From an optimization exercise on the open Yosys and OpenROAD flow, aimed at small area, a short achievable clock period and few clock cycles per item; shortcuts taken in it are not production practice.

== job 101 ==
## keyhash
module keyhash (
    input  wire        clk,
    input  wire        rst_n,
    input  wire        req_valid,
    output wire        req_ready,
    input  wire [7:0]  req_ns,
    input  wire [7:0]  req_len,      
    input  wire        key_valid,
    output wire        key_ready,
    input  wire [31:0] key_data,
    output reg         res_valid,
    output wire [63:0] res_hash,
    output wire [15:0] res_fp
);
    localparam [31:0] IV0 = 32'h6a09e667, IV1 = 32'hbb67ae85,
                      IV2 = 32'h3c6ef372, IV3 = 32'ha54ff53a,
                      IV4 = 32'h510e527f, IV5 = 32'h9b05688c,
                      IV6 = 32'h1f83d9ab, IV7 = 32'h5be0cd19;
    reg         run;          
    reg [1:0]   st;           
    reg         rl;           
    reg         ok;           
    reg [5:0]   kc;           
    reg         ld;           
    reg         act;          
    reg         first;        
    reg         last;         
    reg         go;           
    reg [3:0]   wph;          
    reg [3:0]   bph;          
    reg [31:0]  a, b, c, d, e, f, g, h;
    reg [31:0]  px, pa;       
    reg [31:0]  kreg;         
    reg [31:0]  W [0:15];     
    reg [31:0]  R  [0:3];     
    reg [31:0]  RE [0:3];     
  ...
For scale: roughly 4600 cells after synthesis, about 140 I/O pins, about 51000 um2 of cells after synthesis.
==> flow/config.mk <==
export PLATFORM = sky130hd
export DESIGN_NAME = keyhash
export DESIGN_NICKNAME = keyhash
export VERILOG_FILES = /design/flow/design.v
export SDC_FILE = /design/flow/constraint.sdc
export NUM_CORES = 4
export LEC_CHECK = 0
export ABC_CLOCK_PERIOD_IN_PS = 4500
export CAP_MARGIN = 20
export CORE_MARGIN = 2
export CORE_UTILIZATION = 40
export CTS_CLUSTER_DIAMETER = 100
export CTS_CLUSTER_SIZE = 20
export PLACE_DENSITY = 0.6
export SLEW_MARGIN = 20
==> flow/constraint.sdc <==
create_clock -name core_clock -period 15.0 [get_ports {clk}]
set_input_delay 3.0000 -clock core_clock [delete_from_list [all_inputs] [get_ports {clk}]]
set_output_delay 3.0000 -clock core_clock [all_outputs]
set_load 0.01 [all_outputs]
standard.sh (not shown) runs the stock make flow with config.mk's settings and CLKGATE_MAP_FILE= SYNTH_SCRIPT=/design/flow/synth_recipe.tcl, a recipe that flattens the netlist after the stock synthesis.
==> flow/flow/run.sh <==
#!/bin/bash
# The standard layout with three changes in how it is made (the SDC is unchanged):
#  - timing repair aims at a 5 ns period (SETUP_SLACK_MARGIN=10),
#  - the port buffers are buf_1 cells,
#  - after the standard synthesis, fix_inv.py removes inverter pairs that Yosys's
#    full-adder extraction leaves around full adders (registers are not touched).
# Each step's full output goes to a log file of its own in this folder.
set -euo pipefail
ARGS=(SETUP_SLACK_MARGIN=10.5 "BUFFER_PORTS_ARGS=-buffer_cell sky130_fd_sc_hd__buf_1")
RES=orfs/results/sky130hd/keyhash/base
bash standard.sh "${ARGS[@]}" synth > standard_synth.log 2>&1
cp "$RES/1_2_yosys.v" 1_2_yosys.standard.v
python3 flow/fix_inv.py 1_2_yosys.standard.v 1_2_yosys.fixed.v > fix_inv.log 2>&1
cp 1_2_yosys.fixed.v "$RES/1_2_yosys.v"
rm -f "$RES/1_synth.odb" "$RES/1_synth.sdc"
bash standard.sh "${ARGS[@]}" finish > standard_finish.log 2>&1
Other scripts of this flow, unchanged in this note and not shown: flow/flow/fix_inv.py
Job 101: done, clean on timing, DRC and antenna
Input changes introduced in job 102 (baseline for comparison: job 101):
--- a/flow/design.v
+++ b/flow/design.v
@@ -20,25 +20,25 @@
     reg [1:0]   st;           
     reg         rl;           
     reg         ok;           
     reg [5:0]   kc;           
     reg         ld;           
     reg         act;          
     reg         first;        
     reg         last;         
     reg         go;           
     reg [3:0]   wph;          
     reg [3:0]   bph;          
     reg [31:0]  a, b, c, d, e, f, g, h;
-    reg [31:0]  px, pa;       
+    reg [31:0]  p;            
     reg [31:0]  kreg;         
     reg [31:0]  W [0:15];     
     reg [31:0]  R  [0:3];     
     reg [31:0]  RE [0:3];     
     reg         fvalid;
     reg [7:0]   fns;
     reg [7:0]   fml;          
     reg [1:0]   fnb;          
     reg [5:0]   fg;           
     reg [5:0]   fkw;          
     reg         kwl;          
     reg         kn;           
@@ -84,27 +84,28 @@
     reg kr, rr;                           
     assign req_ready = rr;
     assign key_ready = kr;
     wire req_hs = req_valid && rr;
     wire key_hs = key_valid && key_ready;
     assign res_hash = {R[3], R[2]};
     assign res_fp   = R[1][31:16];
     function [31:0] rotr(input [31:0] x, input integer n);
         rotr = (x >> n) | (x << (32 - n));
     endfunction
     reg  [31:0] S1;
     wire [31:0] S0 = rotr(a, 2) ^ rotr(a, 13) ^ rotr(a, 22);
+    wire [31:0] CH = (e & f) ^ (~e & g);
     wire [31:0] MJ = (a & b) ^ (a & c) ^ (b & c);
-    wire [31:0] t_s  = px ^ S1;
-    wire [31:0] t_c  = (pa | (px & S1)) << 1;
+    wire [31:0] t_s  = p ^ S1 ^ CH;
+    wire [31:0] t_c  = ((p & S1) | (p & CH) | (S1 & CH)) << 1;
     wire [31:0] x_s  = t_s ^ t_c ^ d;
     wire [31:0] x_c  = ((t_s & t_c) | (t_s & d) | (t_c & d)) << 1;
     wire [31:0] e_n  = x_s + x_c;
     wire [31:0] u_s  = t_s ^ t_c ^ MJ;
     wire [31:0] u_c  = ((t_s & t_c) | (t_s & MJ) | (t_c & MJ)) << 1;
     wire [31:0] v_s  = u_s ^ u_c ^ S0;
     wire [31:0] v_c  = ((u_s & u_c) | (u_s & S0) | (u_c & S0)) << 1;
     wire [31:0] a_n  = v_s + v_c;
     wire [31:0] w14 = W[14], w1 = W[1];
     wire [31:0] ss1 = rotr(w14, 17) ^ rotr(w14, 19) ^ (w14 >> 10);
     wire [31:0] ss0 = rotr(w1, 7) ^ rotr(w1, 18) ^ (w1 >> 3);
     wire [31:0] wn  = ss1 + W[9] + ss0 + W[0];
@@ -115,38 +116,36 @@
         case (st)
             2'd0: begin iva = IV3; ive = IV7; end
             2'd1: begin iva = IV2; ive = IV6; end
             2'd2: begin iva = IV1; ive = IV5; end
             default: begin iva = IV0; ive = IV4; end
         endcase
     end
     wire        ivsel = first && !rl;
     wire        ivld  = rl ? first : nk;
     wire [31:0] ra = (ivsel ? iva : R[0]) + (rl ? 32'd0 : d);
     wire [31:0] re = (ivsel ? ive : RE[0]) + (rl ? 32'd0 : h);
     wire [31:0] e_nx = run ? e_n : (ivld ? ive : re);
-    wire [31:0] ch_nx = (e_nx & e) ^ (~e_nx & f);     
     integer i;
     always @(posedge clk) begin
         for (i = 0; i < 15; i = i + 1)
             W[i] <= W[i+1];
         W[15] <= w_in;
+        p <= p_n;
         if (run)
             a <= a_n;
         else
             a <= ivld ? iva : ra;
         e  <= e_nx;
         S1 <= rotr(e_nx, 6) ^ rotr(e_nx, 11) ^ rotr(e_nx, 25);
-        px <= p_n ^ ch_nx;
-        pa <= p_n & ch_nx;
         b <= a; c <= b; d <= c;
         f <= e; g <= f; h <= g;
         R[0] <= R[1];   R[1] <= R[2];   R[2] <= R[3];
         RE[0] <= RE[1]; RE[1] <= RE[2]; RE[2] <= RE[3];
         R[3]  <= stepping ? ra : R[0];
         RE[3] <= stepping ? re : RE[0];
         if (key_hs)
             ir <= key_data;
         if (consume)
             carry <= ir[7:0];
         if (req_hs) begin
             fns <= req_ns;
## What came out
- Compared with job 101, pin count of the biggest net entering global routing in job 102 decreased slightly.
- Job 102 vs job 101, arrival time reported for the critical path endpoint went up by 0.29 ns.
- Taking job 101 as the reference, in job 102 global-route usage closely matched the old numbers, total wire length lower, final area dropped about 3%.
- Job 102 ended with more number of DRC markers in iteration 0 than job 101.
- Number of clock sinks seen by CTS: lower on job 102
- Job 101 → job 102: clock insertion delay at the later pin of the skew report saw an increase, sequential cell count lost 31, number of tap cells inserted went down by 0.79%, sequential share of cell area moved up, register area shrank by about 2.5%.
No run of this note included a check of the RTL's function; only the layout flow was run.

re-timing with driven ports:
How much do the figures lean on ideal ports? The routed layouts below were timed once more, with nothing changed but the port constraints.
Step 1 assumes that a clkbuf_16 drives the clock port and a buf_2 every other input.
Step 2 moves the port delays by t, midway between the first and last clock arrival at a register: inputs arrive t later, outputs are due t later. That takes back most of the time a late clock gives input paths.
Three values: ideal ports, drivers, drivers and shift; two values: the first two.
run	shift t [ns]	setup WS [ns]	hold slack, ns	worst setup path after step 2	worst register clock-pin slew, ns
job 101	0.770	10.465 / 10.465 / 9.905	0.300 / 0.300 / 0.300	input to register	0.09 / 0.09
job 102	0.776	10.091 / 10.091 / 9.895	0.299 / 0.299 / 0.299	input to register	0.09 / 0.09
After both steps setup and hold are still met in every run listed. For job 101, which loses most, drivers alone change the setup slack by 0.000 ns; drivers and shift together by -0.560 ns.
